From an optimization exercise on the open Yosys and OpenROAD flow, aimed at small area, a short achievable clock period and few clock cycles per item; shortcuts taken in it are not production practice. No functional check of the RTL was part of any run shown here.

**flow/config.mk**
```make
export PLATFORM = sky130hd
export DESIGN_NAME = whorl_rsq
export DESIGN_NICKNAME = whorl_rsq
export VERILOG_FILES = /design/flow/design.v
export SDC_FILE = /design/flow/constraint.sdc
export NUM_CORES = 4
export LEC_CHECK = 0
export CAP_MARGIN = 20
export CORE_MARGIN = 2
export CORE_UTILIZATION = 40
export PLACE_DENSITY = 0.6
export SLEW_MARGIN = 20
```
**flow/constraint.sdc**
```tcl
create_clock -name core_clock -period 11.0 [get_ports {clk}]
set_input_delay 2.2000 -clock core_clock [delete_from_list [all_inputs] [get_ports {clk}]]
set_output_delay 2.2000 -clock core_clock [all_outputs]
set_load 0.01 [all_outputs]
```
**flow/design.v**
```verilog
module whorl_rsq (
    input             clk,
    input             rst,           
    input             in_valid,
    output            in_ready,
    input             in_sqrt,       
    input      [31:0] in_a,
    output reg        out_valid,
    output reg [31:0] out_res,
    output reg        out_sat,
    output reg        out_divz,
    output reg        out_domain
);
    reg  [15:0]  M;
    reg  [15:0]  Ms;                         
    reg          rdy, first;
    reg          sq;                         
    reg          nf;                         
    reg          f_spc, f_sat, f_divz, f_dom;
    reg  [32:0]  SS, SC;                     
    reg          s;                          
    reg  [31:0]  E;                          
    reg          b0r;                        
    assign in_ready = rdy;
    wire accept = in_valid & rdy;
    wire last   = M[0] & !M[1];
    wire [31:0] a       = in_a;
    wire        a_zero  = (a == 32'd0);
    wire        sm_pos  = !a[31] & (a[30:28] == 3'd0) & (!a[27] | (a[26:0] == 27'd0));
    wire        sm_neg  = a[31] & (a[30:27] == 4'hF);
    wire        a_m27   = sm_neg & (a[26:0] == 27'd0);             
    wire        a_max   = !a[31] & (a[30:0] == 31'h7FFF_FFFF);
    wire        spc_in  = in_sqrt ? (a[31] | a_max) : (sm_pos | sm_neg);
    wire        rcp_sk2 = a[31] ? !a[30] : (a[30] & (a[29] | (a[28:2] != 27'd0)));
    wire        rcp_sk1 = a[31] ? (a[30:28] != 3'b111)
                                : (a[30] | a[29] | (a[28] & (a[27:0] != 28'd0)));
    wire        sq_sk1  = (a[30:27] == 4'd0);
    reg  [32:0] s_init;
    reg  [15:0] m_init;
    always @* begin
        if (in_sqrt) begin
            if (sq_sk1) begin
                s_init = {4'b1111, a[26:0], 2'b00};              
                m_init = 16'h3FFF;
            end else begin
                s_init = {2'b11, a[30:0]};                       
                m_init = 16'h7FFF;
            end
        end else if (rcp_sk2) begin
            s_init = a[31] ? {33'h0_7FFF_FFF8 | {31'd0, a[29:28]}}
                           : {33'h0_8000_0004 | {31'd0, a[29:28]}};
            m_init = 16'h3FFF;
        end else if (rcp_sk1) begin
            s_init = a[31] ? {33'h0_1FFF_FFFE | {32'd0, a[30]}}
                           : {33'h0_2000_0000 | {32'd0, a[30]}};
            m_init = 16'h7FFF;
        end else begin
            s_init = a[31] ? 33'h0_07FF_FFFF : 33'h0_0800_0000;
            m_init = 16'hFFFF;
        end
        if (spc_in)
            m_init = 16'h0001;
    end
    wire [16:0] Mx  = {1'b0, M};
    wire [16:0] Msx = {1'b0, Ms};
    wire [31:0] oh0, oh1, so0, so1, sk0, sk1;
    genvar m;
    generate
        for (m = 0; m < 16; m = m + 1) begin : pos
            assign oh0[2*m+1] = Mx[m] & !Mx[m+1];
            assign oh0[2*m]   = 1'b0;
            assign oh1[2*m+1] = 1'b0;
            assign oh1[2*m]   = Mx[m] & !Mx[m+1];
            assign so0[2*m+1] = Msx[m] & !Msx[m+1];
            assign so0[2*m]   = 1'b0;
            assign so1[2*m+1] = 1'b0;
            assign so1[2*m]   = Msx[m] & !Msx[m+1];
            assign sk0[2*m+1] = Msx[m+1];
            assign sk0[2*m]   = Msx[m];
            assign sk1[2*m+1] = Msx[m+1];
            assign sk1[2*m]   = Msx[m+1];
        end
    endgenerate
    wire [31:0] sop0  = {so0[30:0], 1'b0};          
    wire [31:0] sopp0 = {so0[29:0], 2'b00};         
    wire [31:0] sop1  = so0;                        
    wire [31:0] dfb  = (b0r ? {so0[28:0], 3'b000} : 32'd0) | (!s ? sopp0 : 32'd0);
    wire [31:0] msub0 = dfb | sk0;                  
    wire [31:0] madd0 = dfb | sop0 | so0;           
    wire [32:0] Y0    = s ? {1'b0, ~(E & ~madd0)} : {1'b1, E & ~msub0};
    wire        cin0  = s ? nf : !nf;
    wire [32:0] a_s   = SS ^ SC ^ Y0;
    wire [32:0] a_c   = (SS & SC) | (SS & Y0) | (SC & Y0);
    wire [32:0] R0    = a_s + {a_c[31:0], cin0};
    wire        s1    = R0[32];                     
    reg         bdv0, bdv1;
    wire        bdn0 = (|(E & {2'b00, oh0[31:2]})) ^ !nf;
    wire        bdn1 = (|(E & {2'b00, oh1[31:2]})) ^ !nf;
    wire [32:0] b_s [0:1];
    wire [32:0] b_c [0:1];
    wire        sg1 [0:1];
    genvar u;
    generate
        for (u = 0; u < 2; u = u + 1) begin : outcome    
            wire [31:0] msub1 = dfb | sk1 | sop0;
            wire [31:0] madd1 = dfb | sop1 | so1;
            wire [32:0] Y1    = (u == 1) ? {1'b0, ~(E & ~madd1)} : {1'b1, E & ~msub1};
            wire        cin1  = (u == 1) ? nf : !nf;
            wire        bd0   = sq ? (u == 0) : bdv0;
            wire [32:0] X1    = {a_s[31:0], bd0};
            wire [32:0] X2    = {a_c[30:0], cin0, cin1};
            assign b_s[u] = X1 ^ X2 ^ Y1;
            assign b_c[u] = (X1 & X2) | (X1 & Y1) | (X2 & Y1);
            wire [32:0] R1 = b_s[u] + {b_c[u][31:0], 1'b0};
            assign sg1[u] = R1[32];
        end
    endgenerate
    wire [32:0] b_ss = s1 ? b_s[1] : b_s[0];
    wire [32:0] b_cs = s1 ? b_c[1] : b_c[0];
    wire        s2   = s1 ? sg1[1] : sg1[0];
    wire        b0  = !s1;
    wire        b1  = !s2;
    wire        bd1 = sq ? b1 : bdv1;
    wire [1:0]  qbits = {b0 ^ nf, b1 ^ nf};
    always @(posedge clk) begin
        if (rst) begin
            M         <= 16'd0;
            Ms        <= 16'd0;
            rdy       <= 1'b1;
            out_valid <= 1'b0;
        end else begin
            out_valid <= last;
            if (accept) begin
                M   <= m_init;
                Ms  <= in_sqrt ? m_init : 16'd0;
                rdy <= spc_in;
            end else begin
                M   <= {1'b0, M[15:1]};
                Ms  <= {1'b0, Ms[15:1]};
                rdy <= !M[2];
            end
        end
    end
    always @(posedge clk) begin
        first <= accept;
        if (accept) begin
            sq     <= in_sqrt;
            nf     <= !in_sqrt & a[31];
            f_spc  <= spc_in;
            f_sat  <= !in_sqrt & (sm_pos | sm_neg) & !a_zero & !a_m27;
            f_divz <= !in_sqrt & a_zero;
            f_dom  <= in_sqrt & a[31];
            SS     <= s_init;
            SC     <= 33'd0;
            s      <= in_sqrt;
            E      <= in_sqrt ? 32'hFFFF_FFFF : (a[31] ? a : ~a);
            b0r    <= 1'b0;
            bdv0   <= rcp_sk2 ? a[27] : rcp_sk1 ? a[29] : a[31];
            bdv1   <= rcp_sk2 ? a[26] : rcp_sk1 ? a[28] : a[30];
        end else begin
            bdv0 <= bdn0;
            bdv1 <= bdn1;
            SS <= {b_ss[31:0], bd1};
            SC <= {b_cs[30:0], 2'b00};
            s  <= s2;
            E   <= E & ~dfb;
            b0r <= b0;
        end
        if (first & f_spc)
            out_res <= {nf, sq ? !f_dom : !nf, {30{!sq & !nf}}};
        else if (first)
            out_res <= {{30{nf}}, qbits};
        else
            out_res <= {out_res[29:0], qbits};
        if (last) begin
            out_sat    <= f_sat;
            out_divz   <= f_divz;
            out_domain <= f_dom;
        end
    end
endmodule
```
**flow/flow/run.sh**
```bash
#!/bin/bash
set -euo pipefail
bash standard.sh SETUP_SLACK_MARGIN=7 SETUP_MOVE_SEQUENCE=unbuffer,sizeup,swap,buffer finish > standard_flow.log 2>&1
```
**flow/standard.sh**
```bash
#!/bin/bash
# synth_recipe.tcl (not shown) runs the flow's synth.tcl, then flattens the netlist and writes it again
# the make line also repeats each setting of config.mk as NAME=value (left out here)
make -C /OpenROAD-flow-scripts/flow DESIGN_CONFIG=/design/flow/config.mk WORK_HOME=/design/flow/orfs CLKGATE_MAP_FILE= SYNTH_SCRIPT=/design/flow/synth_recipe.tcl "${@:-finish}"
```
==> qor.txt, run 1 <==
Pin count of the biggest net entering global routing: 80
Fin util: 0.4850
Hpwl dp: 29,020 um
Final-layout setup total negative slack: 0 ns
Standard cell core area: 0.03147 mm2
Hold WC Path Type: register to register
Share of synthesized flip-flops with an asynchronous set or reset: 0
Worst hold start: f_sat
Final Cell Area: 0.01527 mm2
Placer's final routability congestion estimate: 0.8748
Top_reg_cell synth: dfxtp_1
Antenna diode instance count: 0
Synthesized area: 0.01276 mm2
Share of synthesized area occupied by flip-flops and latches: 0.2855
Unrepaired setup endpoints after global routing: true
Post-route antenna net violation count: 0
Gr usage total: 0.2428
Upper clock frequency limit: 192.4 MHz
Synthesized Nets: 1,801
Worst relative slew slack: 0.3320
Source-to-sink clock delay at the later pin of the worst-skew pair: 0.45 ns
Global route overflow: 0
H-tree level count: 4
Crit path DAT: 5.52 ns
First-pass GRT wire length: 63,030 um
Final-report hold violation count: 0
Startpoint of the worst setup timing path: s
Seq cells post-synth: 176
Boundary Pins: 73
Vias in the first global route: 11.29k
Horizontal die dimension: 182.6 um
Synth Warn #: 1
Vias post-DR: 11.21k
Category of the worst setup path launch point: register
Largest area contributor in the netlist: dfxtp_1
Total clock buffers created by CTS: 17
Dominant cells by area after synthesis: dfxtp_1, fa_1, ha_1, a21oi_1, nand2_1
CTS max path bufs: 2
Number of antenna violations at the first check in global routing: 0
Type of element capturing the critical path: register
First-pass iteration count of the detailed router: 6
Number of remaining DRC errors: 0
Initial Utilization: 0.4054
Share of layout cells above drive strength 1: 0.1389
Vertical extent of the die: 182.6 um
Setup-failing EPs final: 0
Source of the worst register-to-register timing path: s
Post-detailed-route via-to-cell ratio: 5.483
Drt first-iter violations: 852
Max FO, Critical Path: 62
Overall die area: 0.03335 mm2
Data required time at the worst endpoint: 11.32 ns
Count of input and output buffers: 72
Mapped Cells: 1,574
Wire per inst: 19.34 um
Area grow syn2layout: 19.63%
Period minus WS final: 5.197 ns
Clk sink count: 176
Type of the worst setup path: register to register
Worst clock skew on the final layout: 0.02005 ns
Maxcap violations: 0
Number of pins with negative max-slew slack in the final report: 0
Final period util: 0.4725
Number of standard-cell rows in the floorplan: 65
Clock-pin slew on the worst setup and hold paths: 0.08 ns
TritonCTS clock tree: built
Average cell area after synthesis: 8.107 um2
Hold-fix buffers at CTS: 0
Number of distinct library cell variants in the gate-level netlist after synthesis: 62
Post-synth EDFFs: 12
Clk Tree Root Cell: clkbuf_16
Total Nets Final: 1,856
Detailed Route WL: 39,540 um
Share of the synthesized area in the top cell type: 0.2573
Worst-margin pin slew: 1.002 ns
Status: no timing/DRC/antenna violations
Placed Instance Area: 0.01393 mm2
[final timing paths]
path / end / slack, ns / cells past startpoint
max reg2reg: out_res[0] / 5.80 / 17
min: out_sat / 0.42 / 0
max: out_res[0] / 5.80 / 17
min reg2reg: out_sat / 0.42 / 0
[layout by cell type, fill, tap and decap left out, types with 8 or more instances in the layout]
cell type	Yosys	layout
nor3_1	27	20
o21ai_1	2	25
o21ai_0	117	73
buf_4	0	31
nor2_1	107	92
nand2_2	0	8
nand2b_1	17	14
a21o_1	11	11
clkdlybuf4s50_1	0	40
nand3_1	11	10
xnor2_1	8	8
nand2_1	210	202
nor2b_1	37	31
a22oi_1	28	28
nor2_2	2	14
dfxtp_1	164	157
o21a_1	16	15
xor2_1	31	31
dlygate4sd2_1	0	13
nand4_1	24	24
o21ai_2	0	15
inv_1	197	192
a21oi_1	159	142
or3_1	10	10
ha_1	97	92
clkbuf_2	0	12
clkbuf_16	0	17
a21oi_2	2	18
fa_1	94	90
edfxtp_1	12	12
o31ai_1	10	10
[worst max-delay path, cell delays in order, from the launching register on]
cell and delay, ns:
dfxtp_4 0.64, buf_16 0.28, o21ai_4 0.13, or2_4 0.26, o21ai_4 0.14, fa_2 0.49
ha_4 0.29, nand4_1 0.12, or4_4 0.56, or4_4 0.44, buf_6 0.14, o22ai_4 0.13
nor3_4 0.08, nor2_4 0.18, buf_12 0.33, a211o_1 0.24, a221oi_1 0.09, or3b_1 0.38
[Yosys cell counts (all sizes together), types with 12 or more instances]
master  number
a21oi      161
a22oi       28
clkbuf      66
dfxtp      164
edfxtp      12
fa          94
ha          97
inv        198
nand2      210
nand2b      17
nand4       24
nor2       109
nor2b       37
nor3        27
o21a        16
o21ai      119
xor2        31
[metrics by stage]
step,cells,hold WS [ns],worst slack [ns]
3_5_place_dp,1984,0.4143,4.796
5_1_grt,2044,0.4250,5.714
4_1_cts,2038,0.4239,5.963
6_report,2044,0.4187,5.803
2_1_floorplan,1574,0.4003,6.804
3_3_place_gp,1984,0.4125,4.986
[state kept, by name (all words and copies together), names as in the netlist]
name        count
out_res        32
out_valid       1
E              32
SS             33
out_sat         1
f_dom           1
Ms             16
bdv1            1
out_divz        1
bdv0            1
out_domain      1
f_sat           1
b0r             1
M              16
sq              1
nf              1
SC             31
rdy             1
first           1
f_divz          1
s               1
f_spc           1
[repair_timing]
| action | in CTS | in global routing |
|---|---|---|
| setup endpoints to repair | 100 | 98 |
| hold endpoints to repair | 0 | 0 |
| buffers inserted | 22 | 6 |
| pin swaps | 33 | 22 |
| gates resized for setup | 115 | 106 |
[cell families (layout without fill, tap and decap cells)]
group                      count (synthesis)  in the layout  synth area share
muxes                                      8              8          0.006569
adders and majority gates                191            191            0.2426
xor gates and xnor gates                  39             39           0.02677
DFF                                      176            176            0.2855
AOI/OAI and AO/OA                        402            402            0.1838
buffers and inverters                    273            341           0.08060
other                                      1              1         0.0002939
and+or+nand+nor                          484            484            0.1738
[layer usage]
metal  vias to the layer above  global-route usage  part of all wire
met2                       270              0.4067              0.48
met4                         0             0.06710             0.021
met1                      5491              0.3312              0.46
met3                        55             0.02894             0.036
met5                         -                   0                 0
li1                       5391                   -                 -
[final cells by class]
cell class,instances,area (um2)
sequential,176,3655
tap,402,503.0
inverter,198,747.0
timing repair buffer,111,1016
multi-input combinational,1125,8721
clock inverter,15,198.9
fill,3019,16210
clock buffer,17,425.4
==> run 2: changes to the inputs <==
==> flow/run.sh (new file) <==
#!/bin/bash
# synth_recipe.tcl (not shown) runs the flow's synth.tcl, then flattens the netlist and writes it again
# the make line also repeats each setting of config.mk as NAME=value (left out here)
make -C /OpenROAD-flow-scripts/flow DESIGN_CONFIG=/design/flow/config.mk WORK_HOME=/design/flow/orfs CLKGATE_MAP_FILE= SYNTH_SCRIPT=/design/flow/synth_recipe.tcl finish
--- a/flow/config.mk
+++ b/flow/config.mk
@@ -10,3 +10,4 @@
 export CORE_UTILIZATION = 40
 export PLACE_DENSITY = 0.6
+export SETUP_SLACK_MARGIN = 5
 export SLEW_MARGIN = 20
removed: flow/flow/run.sh
removed: flow/standard.sh
==> qor.txt, run 2 <==
TritonCTS clock tree: built
Global route overflow: 0 (unchanged)
Crit path DAT: 5.98 ns (+0.46 ns)
Total Nets Final: 1,836 (-1.1%)
Share of synthesized area occupied by flip-flops and latches: 0.2855 (unchanged)
Most instantiated cells after synthesis: nand2_1, inv_1, dfxtp_1
Post-route antenna net violation count: 0 (unchanged)
Final Cell Area: 0.01454 mm2 (-4.8%)
Max FO, Critical Path: 44 (-29%)
Vias in the first global route: 10.75k (-4.8%)
First-pass iteration count of the detailed router: 5 (-1)
Clk sink count: 176 (unchanged)
Synthesized Nets: 1,801 (unchanged)
Worst-margin pin slew: 1.067 ns (+0.06481 ns)
Count of input and output buffers: 72 (unchanged)
Top Registers: SS (33), E (32), out_res (32)
Overall die area: 0.03335 mm2 (unchanged)
Cell with the most instances after synthesis: nand2_1
Category of the worst setup path launch point: register
CTS max path bufs: 2 (unchanged)
Number of standard-cell rows in the floorplan: 65 (unchanged)
Worst hold start: f_divz
Share of synthesized flip-flops with an asynchronous set or reset: 0 (unchanged)
Number of pins with negative max-slew slack in the final report: 0 (unchanged)
Standard cell core area: 0.03147 mm2 (unchanged)
Boundary Pins: 73 (unchanged)
Number of instances in the placed design: 1,986 (+0.10%)
Register ranked first by flip-flop count: SS
Synthesized area: 0.01276 mm2 (unchanged)
Leading cell type in the layout, fill and taps excluded: nand2_1
Unrepaired setup endpoints after global routing: false
Footprint of the multi-input gates: 0.008137 mm2 (-6.7%)
Commonest cells after routing, fill and taps aside: nand2_1, inv_1, dfxtp_1, a21oi_1, o21ai_0
Detailed Route WL: 38,590 um (-2.4%)
Type of the worst setup path: register to register
Maxcap violations: 0 (unchanged)
Final period util: 0.5137 (+0.04125)
Final-layout setup total negative slack: 0 ns (unchanged)
Number of distinct library cell variants in the gate-level netlist after synthesis: 62 (unchanged)
Flip-flop count of the largest register after layout: 33 (unchanged)
Period minus WS final: 5.651 ns (+0.4537 ns)
Register Area: 0.003647 mm2 (-0.21%)
Gr usage total: 0.2354 (-0.007344)
Placer's final routability congestion estimate: 0.8787 (+0.45%)
Number of remaining DRC errors: 0 (unchanged)
Vertical extent of the die: 182.6 um (unchanged)
H-tree level count: 4 (unchanged)
Worst relative slew slack: 0.2871 (-0.04493)
Vias post-DR: 11.10k (-1.0%)
Post-synth EDFFs: 12 (unchanged)
Wire per inst: 19.06 um (-1.4%)
Seq cells post-synth: 176 (unchanged)
Source of the worst register-to-register timing path: Ms[13]
Hold-fix buffers at CTS: 0 (unchanged)
Clock-pin slew on the worst setup and hold paths: 0.08 ns (about the same)
Data required time at the worst endpoint: 11.33 ns (about the same)
Startpoint of the worst setup timing path: Ms[13]
Synth Warn #: 1 (unchanged)
Non-filler instance count after layout: 2,024 (-0.98%)
First-pass GRT wire length: 60,640 um (-3.8%)
Post-detailed-route via-to-cell ratio: 5.482 (about the same)
Largest area contributor in the netlist: dfxtp_1
Share of layout cells above drive strength 1: 0.04686 (-0.09200)
Status: no timing/DRC/antenna violations
Total clock buffers created by CTS: 17 (unchanged)
Hpwl dp: 28,720 um (-1.0%)
Hold WC Path Type: register to register
Dominant cells by area after synthesis: dfxtp_1, fa_1, ha_1, a21oi_1, nand2_1
Mapped Cells: 1,574 (unchanged)
Antenna diode instance count: 0 (unchanged)
Placed Instance Area: 0.01383 mm2 (-0.71%)
Clk Tree Root Cell: clkbuf_16
Pin count of the biggest net entering global routing: 81 (+1.3%)
Horizontal die dimension: 182.6 um (unchanged)
Final-report hold violation count: 0 (unchanged)
Worst clock skew on the final layout: 0.02254 ns (+0.002489 ns)
Share of the synthesized area in the top cell type: 0.2573 (unchanged)
Source-to-sink clock delay at the later pin of the worst-skew pair: 0.46 ns (about the same)
Number of antenna violations at the first check in global routing: 0 (unchanged)
Type of element capturing the critical path: register
Setup-failing EPs final: 0 (unchanged)
Area grow syn2layout: 13.94%
Top_reg_cell synth: dfxtp_1
Drt first-iter violations: 927 (+8.8%)
Fillers: 3,149 (+4.3%)
Average cell area after synthesis: 8.107 um2 (unchanged)
Initial Utilization: 0.4054 (unchanged)
Upper clock frequency limit: 177.0 MHz (-8.0%)
## run 2: cell counts after synthesis
No cell type changed its count.
## run 2: metal layers
layer | vias up | share of wire | GRT usage
met5 | - | 0 | 0
li1 | 5365 | - | -
met2 | 339 | 0.47 | 0.3833
met1 | 5332 | 0.45 | 0.3217
met4 | 0 | 0.024 | 0.07548
met3 | 59 | 0.057 | 0.03532
## run 2: repair_timing
action                     in CTS  in global routing
buffers inserted                0                  4
pin swaps                       1                  2
cloned                          1                  1
hold endpoints to repair        0                  0
setup endpoints to repair       3                 32
resized for setup               2                  6
## run 2: critical path, cell delays in order (launching register included)
cell,delay [ns]
dfxtp_1,0.46
nor2b_1,0.37
inv_1,0.07
o21ai_1,0.30
nand2b_1,0.21
a21oi_1,0.11
fa_1,0.57
inv_1,0.10
ha_1,0.31
nand4_1,0.13
or4_1,0.63
or4_1,0.47
o22a_1,0.24
a21oi_2,0.37
nor2_4,0.15
buf_8,0.23
a211o_1,0.33
nand4_1,0.10
or3b_1,0.36
## run 2: cells by family (layout without fill, tap and decap cells)
| family | count (synthesis) | count (layout) | share of synthesized area |
|---|---|---|---|
| other | 1 | 1 | 0.0002939 |
| AOI/OAI and AO/OA | 402 | 402 | 0.1838 |
| buffers and inverters | 273 | 319 | 0.08060 |
| xor gates and xnor gates | 39 | 39 | 0.02677 |
| DFF | 176 | 176 | 0.2855 |
| and+or+nand+nor | 484 | 486 | 0.1738 |
| adders and majority gates | 191 | 191 | 0.2426 |
| muxes | 8 | 8 | 0.006569 |
## run 2: layout make-up
| class | instances | area share |
|---|---|---|
| repair buffers | 89 | 0.05955 |
| clock inverters | 15 | 0.01506 |
| clock buffers | 17 | 0.02926 |
| flip-flops and latches | 176 | 0.2508 |
| multi-input cells | 1127 | 0.5596 |
| inverters | 198 | 0.05111 |
| well taps | 402 | 0.03459 |
## run 2: path summary, 6_finish.rpt
check               end  slack, ns  cells after the start
max          out_res[0]       5.35                     18
min            out_divz       0.42                      0
max reg2reg  out_res[0]       5.35                     18
min reg2reg    out_divz       0.42                      0
## run 2: per-stage QoR
step	hold WS (ns)	util	worst slack (ns)
finish	0.4247	0.4620	5.349
detailed placement	0.4045	0.4394	4.761
global route	0.4445	0.4620	4.997
global placement	0.4081	0.4385	4.831
floorplan	0.4003	-	6.318
CTS	0.4250	0.4603	5.042

[separate check: timing with driven ports]
The results above use ideal ports. As a check the final layouts listed here were re-extracted and re-timed, cells and wires unchanged.
Step 1, drivers: a clkbuf_16 drives clk and a buf_2 each remaining input, both assumed.
Step 2 also shifts input and output timing later by t, the mid clock arrival at the registers, as if the neighbouring blocks saw the same clock.
Slacks: ideal ports / drivers / drivers and shift; pairs: ideal ports / drivers.
| run | shift t [ns] | setup WS [ns] | worst setup path at the end |
|---|---|---|---|
| run 1 | 0.498 | 5.803 / 5.803 / 5.803 | register to register |
| run 2 | 0.502 | 5.349 / 5.349 / 5.349 | register to register |
After both steps every run listed still meets setup and hold.
